This design comes from an exercise in tuning for small area and a short achievable clock period on the open sky130 flow, not from production work.
RTL that was checked went through simulation tests only; none was proved equivalent to the original.
Power figures rest on the tool's default switching activity, not on a simulated workload.

// fmt_cvt
module fmt_cvt (
    input  wire        clk,
    input  wire        rst,         
    input  wire        in_valid,
    input  wire        in_op,       
    input  wire [3:0]  in_src,
    input  wire [3:0]  in_dst,      
    input  wire [31:0] in_a,
    input  wire [7:0]  in_b,        
    output reg         out_valid,
    output reg  [31:0] out_data
);
    reg        v0, f32, bf16, fp16, s32, e4m3, e5m2, i8s, o8u, isfl;
    reg        s_sign, inv_m, inv_s, ext, hidv;
    reg        d_int, d_u32, d_bf, d_h;
    reg        isq;
    reg [31:0] a;           
    wire i_f32  = !in_op && !in_src[3] && !in_src[1] && !in_src[0];
    wire i_bf16 = !in_op && !in_src[3] && in_src[0];
    wire i_fp16 = !in_op && !in_src[3] && in_src[1];
    wire i_s32  = !in_op && in_src[3] && !in_src[0];
    wire i_e4m3 = in_op && !in_src[3] && !in_src[2];
    wire i_e5m2 = in_op && !in_src[3] && in_src[2] && !in_src[0];
    wire i_i8s  = in_op && ((!in_src[3] && in_src[2] && in_src[0]) || (in_src[3] && !in_src[0]));
    wire i_isfl = in_op ? (!in_src[3] && !(in_src[2] && in_src[0])) : !in_src[3];
    wire i_dint = !in_op && in_dst[3];
    wire i_sign = (i_f32 || i_s32) ? in_a[31] : (i_bf16 || i_fp16) ? in_a[15]
                : (i_e4m3 || i_e5m2 || i_i8s) ? in_a[7] : 1'b0;
  ...
Size: roughly 1700 cells after synthesis, roughly 190 flip-flops, roughly 85 I/O pins, ~12000 um^2 of cells after synthesis.
clock: 18.0 ns
lec_check: 0
abc_area: 1
cap_margin: 20
core_margin: 2
core_utilization: 40
slew_margin: 20
standard.sh (not shown) runs the stock make flow with config.mk's settings and CLKGATE_MAP_FILE= SYNTH_SCRIPT=/design/flow/synth_recipe.tcl, a recipe that flattens the netlist after the stock synthesis.
==> flow/flow/run.sh <==
#!/bin/bash
# The standard layout (standard.sh: ORFS synthesis to finish) with three
# changes:
# - synthesis maps the logic with flow/area_map.abc (ABC's area mapper
#   without the delay-driven mapping of ORFS's script); everything else in
#   synthesis, registers included, is ORFS's and the standard flow's script unchanged;
# - repair_timing is asked for setup slack of at least 13.5 ns, so that it
#   sizes and buffers the critical paths;
set -euo pipefail
here=$PWD
sed "s#log_cmd abc {\*}\$abc_args#lset abc_args 1 $here/flow/area_map.abc\n  log_cmd abc {*}\$abc_args#" \
    "$FLOW_HOME/scripts/synth.tcl" > "$here/synth_area_map.tcl"
grep -q "area_map.abc" "$here/synth_area_map.tcl"
sed "s#\$::env(SCRIPTS_DIR)/synth.tcl#$here/synth_area_map.tcl#" synth_recipe.tcl > "$here/synth_recipe_area_map.tcl"
grep -q "synth_area_map.tcl" "$here/synth_recipe_area_map.tcl"
bash standard.sh SYNTH_SCRIPT="$here/synth_recipe_area_map.tcl" SETUP_SLACK_MARGIN=13.5 \
    BUFFER_PORTS_ARGS="-buffer_cell sky130_fd_sc_hd__buf_1" finish > standard.log 2>&1
==> flow/flow/area_map.abc <==
strash
dch
map -a
topo
stime -c
buffer -c
upsize -c
dnsize -c
Rerun with:
--- a/flow/design.v
+++ b/flow/design.v
@@ -227,24 +227,18 @@
             if (k % 4 == 0) begin : g_f
                 assign cy[k] = gc[k/4];
             end else begin : g_r
                 assign cy[k] = gc[k/4] & (&w2[k-1:(k/4)*4]);
             end
         end
     endgenerate
     wire [32:0] X = w2 ^ cy;
     wire        iovf = du2 ? X[32] : (X[32] != X[31]);
-    reg  [31:0] result;
-    always @(*) begin
-        if (di2)
-            result = !iovf ? X[31:0] : du2 ? 32'hffff_ffff : sg2 ? 32'h8000_0000 : 32'h7fff_ffff;
-        else if (d162)
-            result = {16'd0, sg2, X[14:0]};
-        else
-            result = {sg2, X[30:0]};
-    end
+    wire        isat = di2 && iovf;
+    wire [31:0] result = isat ? (du2 ? 32'hffff_ffff : sg2 ? 32'h8000_0000 : 32'h7fff_ffff)
+                              : (X[31:0] | {sg2 && !di2 && !d162, 15'd0, sg2 && d162, 15'd0});
     always @(posedge clk) begin
         if (rst) out_valid <= 1'b0;
         else     out_valid <= v2;
         out_data <= result;
     end
 endmodule
The changed run produced a clean layout; routed wire length goes up by a few percent; hold slack improved by 0.0079 ns; maximum frequency fell slightly; area after synthesis fell slightly; die area shrinks slightly; core utilization barely changes; setup slack degrades by 0.015 ns.


Setup of old:
RTL: one of the versions met above, not the one the previous note started from.
Size in the first run: ~1700 cells after synthesis, about 190 flip-flops, roughly 85 I/O pins, roughly 12000 um^2 of cells after synthesis.
// fmt_cvt
module fmt_cvt (
    input  wire        clk,
    input  wire        rst,         
    input  wire        in_valid,
    input  wire        in_op,       
    input  wire [3:0]  in_src,
    input  wire [3:0]  in_dst,      
    input  wire [31:0] in_a,
    input  wire [7:0]  in_b,        
    output reg         out_valid,
    output reg  [31:0] out_data
);
Settings: LEC_CHECK=0, ABC_AREA=1, CAP_MARGIN=20, CORE_MARGIN=2, CORE_UTILIZATION=40, CTS_BUF_LIST=sky130_fd_sc_hd__clkbuf_8, SLEW_MARGIN=20; clock period 18.0 ns.
Scripts as last shown in full above: flow/flow/run.sh, flow/flow/area_map.abc
Input changes introduced in new (baseline for comparison: old):
--- a/flow/design.v
+++ b/flow/design.v
@@ -227,18 +227,24 @@
             if (k % 4 == 0) begin : g_f
                 assign cy[k] = gc[k/4];
             end else begin : g_r
                 assign cy[k] = gc[k/4] & (&w2[k-1:(k/4)*4]);
             end
         end
     endgenerate
     wire [32:0] X = w2 ^ cy;
     wire        iovf = du2 ? X[32] : (X[32] != X[31]);
-    wire        isat = di2 && iovf;
-    wire [31:0] result = isat ? (du2 ? 32'hffff_ffff : sg2 ? 32'h8000_0000 : 32'h7fff_ffff)
-                              : (X[31:0] | {sg2 && !di2 && !d162, 15'd0, sg2 && d162, 15'd0});
+    reg  [31:0] result;
+    always @(*) begin
+        if (di2)
+            result = !iovf ? X[31:0] : du2 ? 32'hffff_ffff : sg2 ? 32'h8000_0000 : 32'h7fff_ffff;
+        else if (d162)
+            result = {16'd0, sg2, X[14:0]};
+        else
+            result = {sg2, X[30:0]};
+    end
     always @(posedge clk) begin
         if (rst) out_valid <= 1'b0;
         else     out_valid <= v2;
         out_data <= result;
     end
 endmodule
## What came out
- new vs old, start point of the critical path: out_data[16] vs out_data[17]
- new against old: total length of routed met2 wires saw a decrease, smallest hold slack lower.
- Total area of multi-input combinational cells (new vs. old) increases by a few percent
- new has first-pass GRT wire length below what old had.
- Static leakage (new over old): increase, 1.6%
- For fmax, old and new come out practically identical.
- new vs. old: share of power burned in the clock network went down by 0.4 points.
- Wire length for new: about 2.7% down relative to old


Another version of the RTL of fmt_cvt (not shown whole).
Size in the first run: about 1800 cells after synthesis, ~85 I/O pins, about 12000 um^2 of cells after synthesis.
Settings: LEC_CHECK=0, ABC_AREA=1, CAP_MARGIN=20, CORE_MARGIN=2, CORE_UTILIZATION=40, SLEW_MARGIN=20; clock period 18.0 ns.
==> flow/flow/run.sh <==
#!/bin/bash
# The standard layout (standard.sh: ORFS synthesis to finish) with two
# changes:
# - synthesis maps the logic with flow/area_map.abc (ABC's area mapper
#   without the delay-driven mapping of ORFS's script); everything else in
#   synthesis, registers included, is ORFS's and the standard flow's script unchanged;
set -euo pipefail
here=$PWD
sed "s#log_cmd abc {\*}\$abc_args#lset abc_args 1 $here/flow/area_map.abc\n  log_cmd abc {*}\$abc_args#" \
    "$FLOW_HOME/scripts/synth.tcl" > "$here/synth_area_map.tcl"
grep -q "area_map.abc" "$here/synth_area_map.tcl"
sed "s#\$::env(SCRIPTS_DIR)/synth.tcl#$here/synth_area_map.tcl#" synth_recipe.tcl > "$here/synth_recipe_area_map.tcl"
grep -q "synth_area_map.tcl" "$here/synth_recipe_area_map.tcl"
bash standard.sh SYNTH_SCRIPT="$here/synth_recipe_area_map.tcl" SETUP_SLACK_MARGIN=13.5 finish > standard.log 2>&1
Scripts as last shown in full above: flow/flow/area_map.abc
Edit:
--- a/flow/design.v
+++ b/flow/design.v
@@ -159,22 +159,24 @@
     wire        n1  = !z1 && (us1[9] || (!(|us1[8:6]) && (un1 >= us1[5:0])));
     wire [5:0]  usc = us1[9] ? 6'd0 : (|us1[8:6]) ? 6'd63 : us1[5:0];
     wire [5:0]  u   = n1 ? un1 : usc;
     wire [9:0]  E1  = {4'd0, un1} - us1 + 10'd1;
     wire        fovf = n1 && (E1 >= (dh1 ? 10'd31 : 10'd255));
     wire [95:0] Y   = {{32{ex1}}, sig1, {32{iv1}}};
     wire [95:0] Zf  = Y >> u;
     wire [32:0] Z   = Zf[32:0];
     wire [31:0] R   = Z[32:1];
     wire        g   = Z[0];
-    wire        kneg = !u[5] || (tz1 > {1'b0, u[4:0]});
-    wire        kzer = u[5] && (tz1 == {1'b0, u[4:0]});
+    wire [6:0]  kdn = {1'b0, un1} - {1'b0, tz1} - 7'd32;
+    wire [6:0]  kds = {1'b0, usc} - {1'b0, tz1} - 7'd32;
+    wire        kneg = n1 ? kdn[6] : kds[6];
+    wire        kzer = n1 ? (kdn == 7'd0) : (kds == 7'd0);
     wire        inc = kneg ? iv1 : kzer ? R[0] : g;
     reg        v2, n2, i2, sn2, si2, sg2, ex2, di2, du2, db2, dh2;
     reg [31:0] r2;
     reg [7:0]  e2;
     always @(posedge clk) begin
         if (rst) v2 <= 1'b0;
         else     v2 <= v1;
         r2   <= R;
         i2   <= inc;
         e2   <= E1[7:0];
Routed wire length rose by 3.7%.
Worst setup slack gets better by 6.0 ps.
Combinational power rose by about 7%.
Die area rose by 2.6%.
Flip-flop and latch count stays the same.
Synthesized cell count rose by 2.3%.
Cell count rose by 1.9%.
Synthesized area rose by 2.7%.
Design area rose by 3.4%.
Maximum frequency barely changes.
Register-to-register slack gets better by 130 ps.
Sequential share of layout area fell by 0.87 points.
Power rose by 4.3%.
No functional check of the RTL was part of the first run of this note.


alpha:
fmt_cvt, a different RTL version from the one above (not shown whole).
Size: ~2100 cells after synthesis, roughly 200 flip-flops, roughly 0.014 sq mm of cells after synthesis.
==> flow/design.v (excerpt) <==
module fmt_cvt (
    input  wire        clk,
    input  wire        rst,         
    input  wire        in_valid,
    input  wire        in_op,       
    input  wire [3:0]  in_src,
    input  wire [3:0]  in_dst,      
    input  wire [31:0] in_a,
    input  wire [7:0]  in_b,        
    output reg         out_valid,
    output reg  [31:0] out_data
);
    reg        v0, f32, bf16, fp16, s32, e4m3, e5m2, i8s, o8u, isfl;
    reg        d_int, d_u32, d_bf, d_h;
    reg [31:0] a;
    reg [7:0]  xa;          
    always @(posedge clk) begin
        if (rst) v0 <= 1'b0;
        else     v0 <= in_valid;
        f32   <= !in_op && !in_src[3] && !in_src[1] && !in_src[0];
        bf16  <= !in_op && !in_src[3] && in_src[0];
        fp16  <= !in_op && !in_src[3] && in_src[1];
        s32   <= !in_op && in_src[3] && !in_src[0];
        e4m3  <= in_op && !in_src[3] && !in_src[2];
        e5m2  <= in_op && !in_src[3] && in_src[2] && !in_src[0];
        i8s   <= in_op && ((!in_src[3] && in_src[2] && in_src[0]) || (in_src[3] && !in_src[0]));
        o8u   <= in_op && in_src[3] && in_src[0];
        isfl  <= in_op ? (!in_src[3] && !(in_src[2] && in_src[0])) : !in_src[3];
        d_int <= !in_op && in_dst[3];
        d_u32 <= !in_op && in_dst[3] && in_dst[0];
        d_bf  <= !in_op && !in_dst[3] && in_dst[0];
        d_h   <= !in_op && !in_dst[3] && in_dst[1];
  ...
clock: 18.0 ns
lec_check: 0
abc_area: 1
cap_margin: 20
core_margin: 2
core_utilization: 40
slew_margin: 20
run.sh (not shown) runs the stock make flow with config.mk's settings and CLKGATE_MAP_FILE= SYNTH_SCRIPT=/design/flow/synth_recipe.tcl, a recipe that flattens the netlist after the stock synthesis.
Stock flow here: none of the scripts above is used.
## Diff of input files: beta against alpha
-- flow/design.v --
<<< alpha, line 131
    wire [9:0]  us   = us_s + us_c;
    wire [5:0]  un   = lzv ? c1 + {1'b0, lp5} : c1 - 6'd1;
    wire        big  = d_int && (f32 || bf16) && (E >= 8'd159);
    wire        sp_inf = s_inf || big;
    reg        v1, z1, sn1, si1, sg1, iv1, ex1, di1, du1, db1, dh1;
    reg [31:0] sig1;
    reg [9:0]  us1;
>>> beta, line 131
    wire [9:0]  us   = us_s + us_c;
    wire [5:0]  un   = lzv ? c1 + {1'b0, lp5} : c1 - 6'd1;
    wire signed [9:0] uss = $signed(us);
    wire        normal = !d_int && !s_zero && ((uss < 10'sd0) || ((uss < 10'sd64) && (un >= us[5:0])));
    wire        big  = d_int && (f32 || bf16) && (E >= 8'd159);
    wire        sp_inf = s_inf || big;
    reg        v1, n1, sn1, si1, sg1, iv1, ex1, di1, du1, db1, dh1;
    reg [31:0] sig1;
    reg [9:0]  us1;
<<< alpha, line 145
        un1  <= un;
        tz1  <= tz;
        z1   <= s_zero || d_int;
        sn1  <= s_nan;
        si1  <= sp_inf;
>>> beta, line 147
        un1  <= un;
        tz1  <= tz;
        n1   <= normal;
        sn1  <= s_nan;
        si1  <= sp_inf;
<<< alpha, line 156
        dh1  <= d_h;
    end
    wire        n1  = !z1 && (us1[9] || (!(|us1[8:6]) && (un1 >= us1[5:0])));
    wire [5:0]  usc = us1[9] ? 6'd0 : (|us1[8:6]) ? 6'd63 : us1[5:0];
    wire [5:0]  u   = n1 ? un1 : usc;
>>> beta, line 158
        dh1  <= d_h;
    end
    wire [5:0]  usc = us1[9] ? 6'd0 : (|us1[8:6]) ? 6'd63 : us1[5:0];
    wire [5:0]  u   = n1 ? un1 : usc;
[summary]
beta: PASS, flow complete, no timing, DRC or antenna violations. A capture point of the critical path of n1 is what beta shows, while un1[5] belongs to alpha. Taking alpha as the reference, in beta final routed wirelength across all metal layers -about 1.8%, end-of-flow core utilization -0.16 points, final critical path time including I/O delays and setup +0.50 ns, first-iteration DRC count -6, die area -0.44%. Fmax | beta vs alpha | beta slower. beta: pin count of the biggest net entering global routing higher than alpha. Instance count on the critical path went up by more than 10% going from alpha to beta.
No functional check of the RTL was part of any run of this note.

## what the ideal ports hide
No port has a modelled driver above. Below, the same layouts with a new extraction and two added sets of constraints.
Step 1 sets driving cells, clkbuf_16 on the clock port and buf_2 on the other inputs (assumed; they add their load-dependent delay and slew).
Step 2, shift: input delay + t, output delay - t, t = (earliest + latest rising clock arrival at the registers) / 2. This alone moves slack from input paths to output paths.
Three values: ideal ports, drivers, drivers and shift; two values: the first two.
run | shift t [ns] | setup slack, ns | worst setup path at the end | latest minus earliest clock arrival (ns) | worst data-port slew with drivers (ns)
the first run of note 1 | 0.492 | 13.522 / 13.475 / 13.153 | input to register | 0.016 / 0.016 | 0.03
the second run of note 1 | 0.493 | 13.508 / 13.459 / 13.156 | input to register | 0.014 / 0.013 | 0.03
old | 0.533 | 13.450 / 13.406 / 13.069 | input to register | 0.024 / 0.024 | 0.03
new | 0.530 | 13.462 / 13.419 / 13.071 | input to register | 0.019 / 0.019 | 0.03
the first run of note 3 | 0.499 | 13.503 / 13.455 / 13.269 | input to register | 0.017 / 0.017 | 0.03
the second run of note 3 | 0.502 | 13.509 / 13.459 / 13.408 | input to register | 0.015 / 0.015 | 0.03
alpha | 0.577 | 12.706 / 12.706 / 12.706 | register to register | 0.029 / 0.029 | 0.03
beta | 0.591 | 12.209 / 12.209 / 12.209 | register to register | 0.029 / 0.029 | 0.03
After both steps setup and hold are still met in every run listed. The setup slack of new, which loses most, moves by -0.043 ns with the drivers and by -0.391 ns with both steps.
